Context: an optimization exercise on an open-source flow, tuned for small area, a short achievable clock period and few clock cycles per item. The choices shown serve that exercise and are no tape-out recipe. In this exercise RTL edits were held to simulation tests only and were not proved equivalent to the original.

<file path="design/flow/constraint.sdc">
create_clock -name core_clock -period 16.0 [get_ports {clk}]
set_input_delay 3.2000 -clock core_clock [delete_from_list [all_inputs] [get_ports {clk}]]
set_output_delay 3.2000 -clock core_clock [all_outputs]
set_load 0.01 [all_outputs]
</file>
<file path="design/flow/design.v">
module pu_condition (
    input  wire         clk,
    input  wire         rst,
    input  wire [2:0]   cfg_depth,         
    input  wire [15:0]  cfg_width,         
    input  wire [5:0]   cfg_ob_w8,         
    input  wire         cfg_ob_side,       
    input  wire         cfg_ob_mode,       
    input  wire [15:0]  cfg_black_level,
    input  wire [15:0]  cfg_ob_clamp,
    input  wire [15:0]  cfg_pedestal,
    input  wire         cfg_flat_en,
    input  wire [3:0]   cfg_gain_frac,     
    input  wire [3:0]   cfg_ofs_shift,     
    input  wire [2:0]   cfg_cfa,           
    input  wire [15:0]  cfg_sat_level,
    input  wire         cfg_calib,
    input  wire         in_valid,
    output wire         in_ready,
    input  wire [15:0]  in_p,
    input  wire [15:0]  in_coef,
    input  wire         in_eof,
    output reg          out_valid,
    output reg  [15:0]  out_o,
    output wire         stat_valid,
    output wire [31:0]  stat_lines,
    output wire [31:0]  stat_ob_mean,
    output wire [63:0]  stat_ch_min,       
    output wire [63:0]  stat_ch_max,
    output wire [255:0] stat_ch_sum,       
    output wire [255:0] stat_ch_sumsq,
    output wire [127:0] stat_clip_low,     
    output wire [127:0] stat_clip_high,
    output wire [63:0]  stat_focus_total
);
    wire [3:0]  sh     = 4'd8 - {cfg_depth[2:0], 1'b0};    
    wire [8:0]  ob_w   = {cfg_ob_w8, 3'b000};
    wire [15:0] n_ob   = ({7'd0, ob_w} < cfg_width) ? {7'd0, ob_w} : cfg_width;
    wire [15:0] dmax   = 16'hFFFF >> sh;                    
    wire [15:0] sat_th = (cfg_sat_level < dmax) ? cfg_sat_level : dmax;
    wire [15:0] x0_in  = in_p << sh;
    localparam S_OB    = 3'd0;    
    localparam S_DIV   = 3'd1;    
    localparam S_BL    = 3'd2;    
    localparam S_PIX   = 3'd3;    
    localparam S_DRAIN = 3'd4;    
    localparam S_FDIV  = 3'd5;    
    localparam S_DONE  = 3'd6;    
    reg [2:0]  state;
    reg [15:0] col;           
    reg [15:0] line;          
    reg [23:0] ob_sum;
    reg [15:0] black;         
    reg        have_m;
    reg [31:0] ob_msum;       
    reg [5:0]  div_cnt;
    reg [47:0] div_q;         
    reg [16:0] div_r;         
    reg [15:0] div_d;         
    wire [17:0] div_try = {div_r, div_q[47]} - {2'b00, div_d};
    wire        div_ge  = ~div_try[17];
    assign in_ready = (state == S_OB && n_ob != 16'd0) || (state == S_PIX);
    wire take    = in_valid && in_ready;
    wire take_ob  = take && (state == S_OB);
    wire take_pix = take && (state == S_PIX);
    wire last_col = (col == cfg_width - 16'd1);
    wire [15:0]        m_l     = div_q[15:0];
    wire signed [17:0] m_diff  = $signed({2'b00, m_l}) - $signed({2'b00, cfg_black_level});
    wire signed [17:0] clamp_p = $signed({2'b00, cfg_ob_clamp});
    wire signed [17:0] clamp_n = -clamp_p;
    wire signed [17:0] m_clmp  = (m_diff > clamp_p) ? clamp_p :
                                 (m_diff < clamp_n) ? clamp_n : m_diff;
    wire signed [17:0] b_row   = $signed({2'b00, cfg_black_level}) + m_clmp;
    wire pipe_busy;
    wire [16:0] n_lines = {1'b0, line} + 17'd1;
    always @(posedge clk) begin
        if (rst) begin
            state     <= S_OB;
            col       <= 16'd0;
            line      <= 16'd0;
            ob_sum    <= 24'd0;
            black     <= 16'd0;
            have_m    <= 1'b0;
            ob_msum   <= 32'd0;
            div_cnt   <= 6'd0;
            div_q     <= 48'd0;
            div_r     <= 17'd0;
            div_d     <= 16'd0;
        end else begin
            case (state)
            S_OB: begin
                if (n_ob == 16'd0) begin
                    if (in_valid) begin
                        have_m <= 1'b0;
                        state  <= S_BL;
                    end
                end else if (take_ob) begin
                    if (col == n_ob - 16'd1) begin
                        col     <= 16'd0;
                        ob_sum  <= 24'd0;
                        div_q   <= {ob_sum + {8'd0, x0_in} + {9'd0, n_ob[15:1]}, 24'd0};
                        div_r   <= 17'd0;
                        div_d   <= n_ob;
                        div_cnt <= 6'd23;
                        state   <= S_DIV;
                    end else begin
                        col    <= col + 16'd1;
                        ob_sum <= ob_sum + {8'd0, x0_in};
                    end
                end
            end
            S_DIV: begin
                div_r <= div_ge ? div_try[16:0] : {div_r[15:0], div_q[47]};
                div_q <= {div_q[46:0], div_ge};
                if (div_cnt == 6'd0) begin
                    have_m <= 1'b1;
                    state  <= S_BL;
                end
                div_cnt <= div_cnt - 6'd1;
            end
            S_BL: begin
                state <= S_PIX;
            end
            S_PIX: begin
                if (take_pix) begin
                    if (last_col) begin
                        col <= 16'd0;
                        if (in_eof) begin
                            state     <= S_DRAIN;
                        end else begin
                            line  <= line + 16'd1;
                            state <= S_OB;
                        end
                    end else begin
                        col <= col + 16'd1;
                    end
                end
            end
            S_DRAIN: begin
                if (!pipe_busy) begin
                    div_q   <= {ob_msum, 16'd0} + {32'd0, n_lines[16:1]};
                    div_r   <= 17'd0;
                    div_d   <= n_lines[15:0];
                    div_cnt <= 6'd47;
                    state   <= S_FDIV;
                end
            end
            S_FDIV: begin
                div_r <= div_ge ? div_try[16:0] : {div_r[15:0], div_q[47]};
                div_q <= {div_q[46:0], div_ge};
                if (div_cnt == 6'd0)
                    state <= S_DONE;
                div_cnt <= div_cnt - 6'd1;
            end
            S_DONE: begin
                line    <= 16'd0;
                ob_msum <= 32'd0;
                state   <= S_OB;
            end
            default: state <= S_OB;
            endcase
            if (state == S_BL) begin
                if (have_m) begin
                    ob_msum <= ob_msum + {16'd0, m_l};
                    if (cfg_ob_mode)
                        black <= b_row[15:0];
                    else
                        black <= cfg_black_level;
                end else begin
                    black <= cfg_black_level;
                end
            end
        end
    end
    reg               a_valid;
    reg  [15:0]       a_p;
    reg  [15:0]       a_x0;
    reg  signed [17:0] a_y1;
    reg  [15:0]       a_coef;
    reg               a_act;       
    reg  [15:0]       a_ca;        
    reg               a_lodd;
    wire col_act = cfg_ob_side ? (col < cfg_width - n_ob) : (col >= n_ob);
    wire [15:0] col_ca = cfg_ob_side ? col : (col - n_ob);
    always @(posedge clk) begin
        if (rst) begin
            a_valid <= 1'b0;
        end else begin
            a_valid <= take_pix;
        end
        a_p    <= in_p;
        a_x0   <= x0_in;
        a_y1   <= $signed({2'b00, x0_in}) - $signed({2'b00, black});
        a_coef <= in_coef;
        a_act  <= col_act;
        a_ca   <= col_ca;
        a_lodd <= line[0];
    end
    wire signed [16:0] gain = $signed(17'd1 << cfg_gain_frac) +
                              $signed({{5{a_coef[15]}}, a_coef[15:4]});
    reg               b_valid;
    reg  [15:0]       b_p, b_x0, b_coef, b_ca;
    reg               b_act, b_lodd;
    reg  signed [17:0] b_y1;
    reg  signed [34:0] b_prod;
    always @(posedge clk) begin
        if (rst) b_valid <= 1'b0;
        else     b_valid <= a_valid;
        b_p    <= a_p;
        b_x0   <= a_x0;
        b_coef <= a_coef;
        b_ca   <= a_ca;
        b_act  <= a_act;
        b_lodd <= a_lodd;
        b_y1   <= a_y1;
        b_prod <= a_y1 * gain;
    end
    wire signed [34:0] c_round = b_prod + $signed(35'd1 << (cfg_gain_frac - 4'd1));
    wire signed [34:0] c_y2f   = c_round >>> cfg_gain_frac;
    wire signed [12:0] c_ofs   = $signed({{9{b_coef[3]}}, b_coef[3:0]}) <<< cfg_ofs_shift;
    wire signed [21:0] c_y2    = cfg_flat_en ? (c_y2f[21:0] + {{9{c_ofs[12]}}, c_ofs})
                                             : {{4{b_y1[17]}}, b_y1};
    wire signed [21:0] c_y3    = c_y2 + $signed({6'd0, cfg_pedestal});
    wire        c_low  = c_y3 < 0;
    wire        c_high = c_y3 > $signed(22'd65535);
    wire [15:0] c_v    = c_low ? 16'd0 : c_high ? 16'hFFFF : c_y3[15:0];
    wire [16:0] c_rnd  = {1'b0, c_v} + ((sh == 4'd0) ? 17'd0 : (17'd1 << (sh - 4'd1)));
    wire [16:0] c_qs   = c_rnd >> sh;
    wire [15:0] c_o    = (sh == 4'd0) ? c_v : ((c_qs > {1'b0, dmax}) ? dmax : c_qs[15:0]);
    reg               c_valid;
    reg  [15:0]       c_meas, c_ca;
    reg               c_act, c_lodd, c_cl_low, c_cl_high;
    always @(posedge clk) begin
        if (rst) begin
            c_valid   <= 1'b0;
            out_valid <= 1'b0;
        end else begin
            c_valid   <= b_valid;
            out_valid <= b_valid;
        end
        out_o     <= cfg_calib ? b_p : c_o;
        c_meas    <= cfg_calib ? b_x0 : c_v;
        c_ca      <= b_ca;
        c_act     <= b_act;
        c_lodd    <= b_lodd;
        c_cl_low  <= cfg_calib ? 1'b0 : c_low;
        c_cl_high <= (b_p >= sat_th) || (!cfg_calib && c_high);
    end
    reg [1:0] d_ch;
    always @(*) begin
        case (cfg_cfa)
        3'd1:    d_ch = {c_lodd, c_ca[0]};
        3'd2:    d_ch = {c_lodd, c_ca[0]} ^ 2'd1;
        3'd3:    d_ch = {c_lodd, c_ca[0]} ^ 2'd2;
        3'd4:    d_ch = {c_lodd, c_ca[0]} ^ 2'd3;
        default: d_ch = 2'd0;
        endcase
    end
    reg  [15:0] prev1, prev2;     
    wire        mono      = (cfg_cfa == 3'd0);
    wire [15:0] f_ref     = mono ? prev1 : prev2;
    wire        f_elig    = mono ? (c_ca >= 16'd1)
                                 : ((d_ch == 2'd1 || d_ch == 2'd2) && c_ca >= 16'd2);
    wire [15:0] f_grad    = (c_meas >= f_ref) ? (c_meas - f_ref) : (f_ref - c_meas);
    reg         e_valid, e_low, e_high, e_fv;
    reg  [1:0]  e_ch;
    reg  [15:0] e_meas, e_grad;
    reg  [31:0] e_sq;
    always @(posedge clk) begin
        if (rst) e_valid <= 1'b0;
        else     e_valid <= c_valid && c_act;
        if (c_valid && c_act) begin
            prev2 <= prev1;
            prev1 <= c_meas;
        end
        e_ch   <= d_ch;
        e_meas <= c_meas;
        e_low  <= c_cl_low;
        e_high <= c_cl_high;
        e_fv   <= f_elig;
        e_grad <= f_grad;
        e_sq   <= c_meas * c_meas;
    end
    reg [15:0] ch_min   [0:3];
    reg [15:0] ch_max   [0:3];
    reg [63:0] ch_sum   [0:3];
    reg [63:0] ch_sumsq [0:3];
    reg [31:0] clip_lo  [0:3];
    reg [31:0] clip_hi  [0:3];
    reg [63:0] focus;
    integer i;
    always @(posedge clk) begin
        if (rst || state == S_DONE) begin
            for (i = 0; i < 4; i = i + 1) begin
                ch_min[i]   <= 16'hFFFF;
                ch_max[i]   <= 16'd0;
                ch_sum[i]   <= 64'd0;
                ch_sumsq[i] <= 64'd0;
                clip_lo[i]  <= 32'd0;
                clip_hi[i]  <= 32'd0;
            end
            focus <= 64'd0;
        end else if (e_valid) begin
            if (e_meas < ch_min[e_ch]) ch_min[e_ch] <= e_meas;
            if (e_meas > ch_max[e_ch]) ch_max[e_ch] <= e_meas;
            ch_sum[e_ch]   <= ch_sum[e_ch] + {48'd0, e_meas};
            ch_sumsq[e_ch] <= ch_sumsq[e_ch] + {32'd0, e_sq};
            if (e_low)  clip_lo[e_ch] <= clip_lo[e_ch] + 32'd1;
            if (e_high) clip_hi[e_ch] <= clip_hi[e_ch] + 32'd1;
            if (e_fv)   focus <= focus + {48'd0, e_grad};
        end
    end
    assign pipe_busy = a_valid | b_valid | c_valid | e_valid;
    assign stat_valid       = (state == S_DONE);
    assign stat_lines       = {15'd0, n_lines};
    assign stat_ob_mean     = (n_ob == 16'd0) ? 32'd0 : div_q[31:0];
    assign stat_focus_total = focus;
    genvar g;
    generate
        for (g = 0; g < 4; g = g + 1) begin : g_stat
            assign stat_ch_min[16*g +: 16]    = (mono && g != 0) ? 16'd0 : ch_min[g];
            assign stat_ch_max[16*g +: 16]    = ch_max[g];
            assign stat_ch_sum[64*g +: 64]    = ch_sum[g];
            assign stat_ch_sumsq[64*g +: 64]  = ch_sumsq[g];
            assign stat_clip_low[32*g +: 32]  = clip_lo[g];
            assign stat_clip_high[32*g +: 32] = clip_hi[g];
        end
    endgenerate
endmodule
</file>
<file path="design/flow/config.mk">
export PLATFORM = sky130hd
export DESIGN_NAME = pu_condition
export DESIGN_NICKNAME = pu_condition
export VERILOG_FILES = /design/flow/design.v
export SDC_FILE = /design/flow/constraint.sdc
export NUM_CORES = 4
export LEC_CHECK = 0
export CAP_MARGIN = 20
export CORE_MARGIN = 2
export CORE_UTILIZATION = 40
export SLEW_MARGIN = 20
</file>
<file path="design/flow/run.sh">
#!/bin/bash
# synth_recipe.tcl (not shown) runs the flow's synth.tcl, then flattens the netlist and writes it again
# the make line also repeats each setting of config.mk as NAME=value (left out here)
make -C /OpenROAD-flow-scripts/flow DESIGN_CONFIG=/design/flow/config.mk WORK_HOME=/design/flow/orfs CLKGATE_MAP_FILE= SYNTH_SCRIPT=/design/flow/synth_recipe.tcl finish
</file>
==> run notes <==
# TYPE chip_impl_metric gauge
chip_impl_metric{name="post_drt_wl_per_cell",unit="um"} 26.01
chip_impl_metric{name="routed-via-count",unit=""} 80110
chip_impl_metric{name="place_congestion",unit=""} 0.9615
chip_impl_metric{name="die-height",unit="um"} 502.5
chip_impl_metric{name="ctsHtreeMaxLevel",unit=""} 4
chip_impl_metric{name="area_growth",unit="%"} 22.51
chip_impl_metric{name="gr-usage-all-layers",unit="%"} 29.03
chip_impl_info{name="cts_tree",value="done"} 1
chip_impl_metric{name="tritoncts_num_sinks",unit=""} 1498
chip_impl_metric{name="hpwlAfterDp",unit="um"} 290800
chip_impl_metric{name="timing.final.setup_violations",unit=""} 0
chip_impl_metric{name="max_freq",unit="MHz"} 66.22
chip_impl_metric{name="port_buffers",unit=""} 1167
chip_impl_metric{name="synth-async-reset-ratio",unit="%"} 0
chip_impl_metric{name="finalNetCount",unit=""} 12250
chip_impl_metric{name="slowest_delay",unit="ns"} 0.46
chip_impl_metric{name="clk_slew_on_worst_s_h_paths",unit="ns"} 0.06
chip_impl_metric{name="critical_path_arrival",unit="ns"} 15.84
chip_impl_metric{name="clk-insertion-delay-late",unit="ns"} 0.85
chip_impl_metric{name="drive_above_1_share",unit="%"} 8.568
chip_impl_metric{name="mappedNetlistArea",unit="mm2"} 0.09941
chip_impl_metric{name="hold_viol",unit=""} 0
chip_impl_metric{name="number_of_filler_instances_in_the_final_layout",unit=""} 22500
chip_impl_metric{name="vias_in_the_first_global_route",unit=""} 78800
chip_impl_metric{name="synthDistinctLibCells",unit=""} 104
chip_impl_info{name="synth_commonest_cells",value="sky130_fd_sc_hd__nor2_1 (1292), sky130_fd_sc_hd__inv_1 (955), sky130_fd_sc_hd__edfxtp_1 (928)"} 1
chip_impl_metric{name="dp_worst_setup_slack",unit="ns"} -0.06235
chip_impl_metric{name="drt_iter0_markers",unit=""} 6842
chip_impl_metric{name="drc",unit=""} 0
chip_impl_metric{name="finalClockSkew",unit="ns"} 0.07135
chip_impl_info{name="critical-path-slowest-cell",value="sky130_fd_sc_hd__or4_1"} 1
chip_impl_info{name="startpoint_type",value="input port"} 1
chip_impl_info{name="synthMostInstantiatedCell",value="sky130_fd_sc_hd__nor2_1"} 1
chip_impl_metric{name="grt_pass1_wl",unit="um"} 541000
chip_impl_info{name="path_class",value="input port to register"} 1
chip_impl_info{name="grt_setup_unrepaired",value="no"} 1
chip_impl_metric{name="fin_crit_sh",unit="%"} 94.38
chip_impl_metric{name="antenna_found_initial",unit=""} 18
chip_impl_metric{name="clk_path_buf_depth",unit=""} 3
chip_impl_metric{name="cts_made_buffers",unit=""} 172
chip_impl_metric{name="slew_viol_final",unit=""} 0
chip_impl_info{name="netlist_top_cells_area",value="sky130_fd_sc_hd__edfxtp_1 (28%), sky130_fd_sc_hd__dfxtp_1 (11%), sky130_fd_sc_hd__fa_1 (9.6%)"} 1
chip_impl_metric{name="synth-warning-count",unit=""} 1
chip_impl_metric{name="avgViaCountPerCell",unit=""} 5.530
chip_impl_info{name="worstHoldPathType",value="register to register"} 1
chip_impl_metric{name="synth.yosys.seq_area_share",unit="%"} 39.51
chip_impl_info{name="cts_root_buf",value="sky130_fd_sc_hd__clkbuf_16"} 1
chip_impl_metric{name="synth_enable_flop_cells",unit=""} 928
chip_impl_info{name="synthDominantAreaCellType",value="sky130_fd_sc_hd__edfxtp_1"} 1
chip_impl_info{name="synth_flop_cell",value="sky130_fd_sc_hd__edfxtp_1"} 1
chip_impl_metric{name="critical_path.max_fanout",unit=""} 9
chip_impl_info{name="status",value="complete, no violations"} 1
chip_impl_metric{name="seqCellArea",unit="mm2"} 0.03929
chip_impl_metric{name="tightestPinTransition",unit="ns"} 1.087
chip_impl_metric{name="cts-hold-fix-buffers",unit=""} 0
chip_impl_metric{name="ioPinCount",unit=""} 1183
chip_impl_metric{name="max_slew_margin",unit="%"} 27.56
chip_impl_metric{name="globalRouteOverflowTotal",unit=""} 0
chip_impl_metric{name="synthesis.instances",unit=""} 9830
chip_impl_metric{name="route.antenna.remaining_nets",unit=""} 0
chip_impl_metric{name="initial_core_util",unit="%"} 40.09
chip_impl_metric{name="postSynthAreaPerCell",unit="um2"} 10.11
chip_impl_metric{name="timing.critical_path.required",unit="ns"} 16.74
chip_impl_metric{name="detailedRoute.firstPassIterationCount",unit=""} 8
chip_impl_metric{name="fin_setup_tns",unit="ns"} 0
chip_impl_metric{name="share_of_the_synthesized_area_in_the_top_cell_type",unit="%"} 28.03
chip_impl_metric{name="core_region_area",unit="mm2"} 0.2480
chip_impl_metric{name="multi_input_area",unit="mm2"} 0.05515
chip_impl_metric{name="num_rows",unit=""} 183
chip_impl_metric{name="post-route-min-period",unit="ns"} 15.10
chip_impl_info{name="cp-end-kind",value="register"} 1
chip_impl_metric{name="routed_wl",unit="um"} 376700
chip_impl_metric{name="full_die_area",unit="mm2"} 0.2525
chip_impl_metric{name="worst_slack",unit="ns"} 0.8993
chip_impl_metric{name="largest_net_degree_at_the_start_of_global_routing",unit=""} 76
chip_impl_metric{name="max_cap_violations",unit=""} 0
chip_impl_metric{name="fp.dieW",unit="um"} 502.5
chip_impl_metric{name="number_of_storage_elements_in_the_synthesis_netlist",unit=""} 1498
-- through the flow --
step,hold WS [ns],cell area (um2),instances,util (%)
after floorplan,0.3096,99510,9858,-
final,0.2830,121800,14490,49.11
after CTS,0.2626,121600,14470,49.04
after global placement,0.3106,115700,14150,46.65
after detailed placement,0.3121,115700,14150,46.65
after global routing,0.2752,121800,14480,49.11
-- worst paths after layout --
kind                                        from   endpoint  slack, ns  cells past startpoint
worst min-delay path                     a_x0[0]    b_x0[0]       0.28                      0
worst min register to register           a_x0[0]    b_x0[0]       0.28                      0
worst max register to register         b_prod[0]  out_o[12]       3.79                     65
worst max-delay path            cfg_gain_frac[3]  out_o[12]       0.90                     68
-- critical path: cells and delay by family --
family / cells / cell delay (ns)
adders and majority gates: 6 / 1.60
AOI/OAI and AO/OA: 29 / 5.49
buffers and inverters: 8 / 1.39
muxes: 5 / 1.18
xor gates and xnor gates: 2 / 0.30
and+or+nand+nor: 18 / 2.70
-- flip-flops by register name (all words and copies together), names as in the netlist, 24 cells and up --
register	flops
e_sq	31
ch_sumsq	256
ob_msum	32
ob_sum	24
ch_max	64
div_q	48
clip_lo	128
clip_hi	128
b_prod	34
ch_min	64
ch_sum	256
focus	64
-- routing by layer --
layer | global-route usage (%) | vias up | share of wire, %
met2 | 46.80 | 3390 | 46
met4 | 17.36 | 2 | 7.1
li1 | - | 36180 | -
met1 | 35.98 | 39810 | 39
met3 | 5.897 | 734 | 8.1
met5 | 0 | - | 0.0035
-- area by class of cell --
class	count	share of cell area [%]
Timing Repair Buffer	1418	11.17
Clock inverter	115	1.111
Tap cell	3330	3.421
Multi-Input combinational cell	6937	45.29
Sequential cell	1498	32.26
Antenna cell	11	0.02260
Clock buffer	208	3.743
Inverter	970	2.990
-- repair_timing --
action | 4_1_cts | 5_1_grt
gates resized for setup | 0 | 17
endpoints found under the setup margin | 0 | 15
setup buffers | 0 | 7
hold endpoints to repair | 0 | 0
-- cells in the final DEF (no fill, tap or decap), types with 49 or more instances in the layout --
| cell | netlist | layout |
|---|---|---|
| sky130_fd_sc_hd__nand4_1 | 66 | 66 |
| sky130_fd_sc_hd__nor3_1 | 113 | 111 |
| sky130_fd_sc_hd__dfxtp_1 | 570 | 568 |
| sky130_fd_sc_hd__nor3b_1 | 49 | 49 |
| sky130_fd_sc_hd__mux2i_1 | 121 | 120 |
| sky130_fd_sc_hd__clkdlybuf4s50_1 | 0 | 1165 |
| sky130_fd_sc_hd__mux4_2 | 232 | 232 |
| sky130_fd_sc_hd__nand2_1 | 723 | 714 |
| sky130_fd_sc_hd__o21ai_0 | 322 | 312 |
| sky130_fd_sc_hd__and2_1 | 214 | 212 |
| sky130_fd_sc_hd__o21a_1 | 55 | 55 |
| sky130_fd_sc_hd__nand3_1 | 173 | 172 |
| sky130_fd_sc_hd__and3_1 | 173 | 173 |
| sky130_fd_sc_hd__fa_1 | 476 | 476 |
| sky130_fd_sc_hd__buf_4 | 19 | 248 |
| sky130_fd_sc_hd__a21oi_1 | 459 | 456 |
| sky130_fd_sc_hd__xnor2_1 | 369 | 358 |
| sky130_fd_sc_hd__edfxtp_1 | 928 | 928 |
| sky130_fd_sc_hd__a21o_1 | 116 | 116 |
| sky130_fd_sc_hd__a211oi_1 | 86 | 85 |
| sky130_fd_sc_hd__or3_1 | 52 | 52 |
| sky130_fd_sc_hd__mux2_2 | 49 | 49 |
| sky130_fd_sc_hd__nor2b_1 | 172 | 168 |
| sky130_fd_sc_hd__ha_1 | 638 | 637 |
| sky130_fd_sc_hd__clkbuf_16 | 0 | 173 |
| sky130_fd_sc_hd__xor2_1 | 188 | 187 |
| sky130_fd_sc_hd__nor2_1 | 1292 | 1286 |
| sky130_fd_sc_hd__nand2b_1 | 136 | 134 |
| sky130_fd_sc_hd__a31oi_1 | 60 | 57 |
| sky130_fd_sc_hd__o21bai_1 | 97 | 96 |
| sky130_fd_sc_hd__inv_1 | 955 | 955 |
-- kinds of logic (layout without fill, tap and decap cells) --
logic type	count (synthesis)	after routing	synth area share [%]
buffers and inverters	1423	2711	5.485
flip-flops	1498	1498	39.51
other	2	41	0.007555
XOR/XNOR	557	557	4.908
adder cells (fa/ha/maj)	1114	1114	17.62
AND/OR/NAND/NOR	3307	3307	15.62
AO/OA/AOI/OAI	1524	1524	9.772
multiplexers	405	405	7.075
Testbench counts, summed over its fixed seeds: cycles 99,659, pixels 80,140.

[afterwards: timing with drivers on the ports]
No port has a modelled driver above. Below, the same layout with a new extraction and two added sets of constraints. Step 1 sets driving cells, clkbuf_16 on the clock port and buf_2 on the other inputs (assumed; they add their load-dependent delay and slew). Step 2 times the ports against the registers' clock, not the clock port: input delays grow and output delays shrink by t, the midpoint of the rising clock arrivals with the driver on. Three values: no drivers, after step 1, after step 2; two values: the first two.
t (ns): 0.941
setup slack, ns: 0.899 / 0.986 / 0.045
latest minus earliest clock arrival (ns): 0.097 / 0.097
After both steps this run still meets setup and hold. For this run, drivers alone change the setup slack by +0.087 ns; drivers and shift together by -0.854 ns.
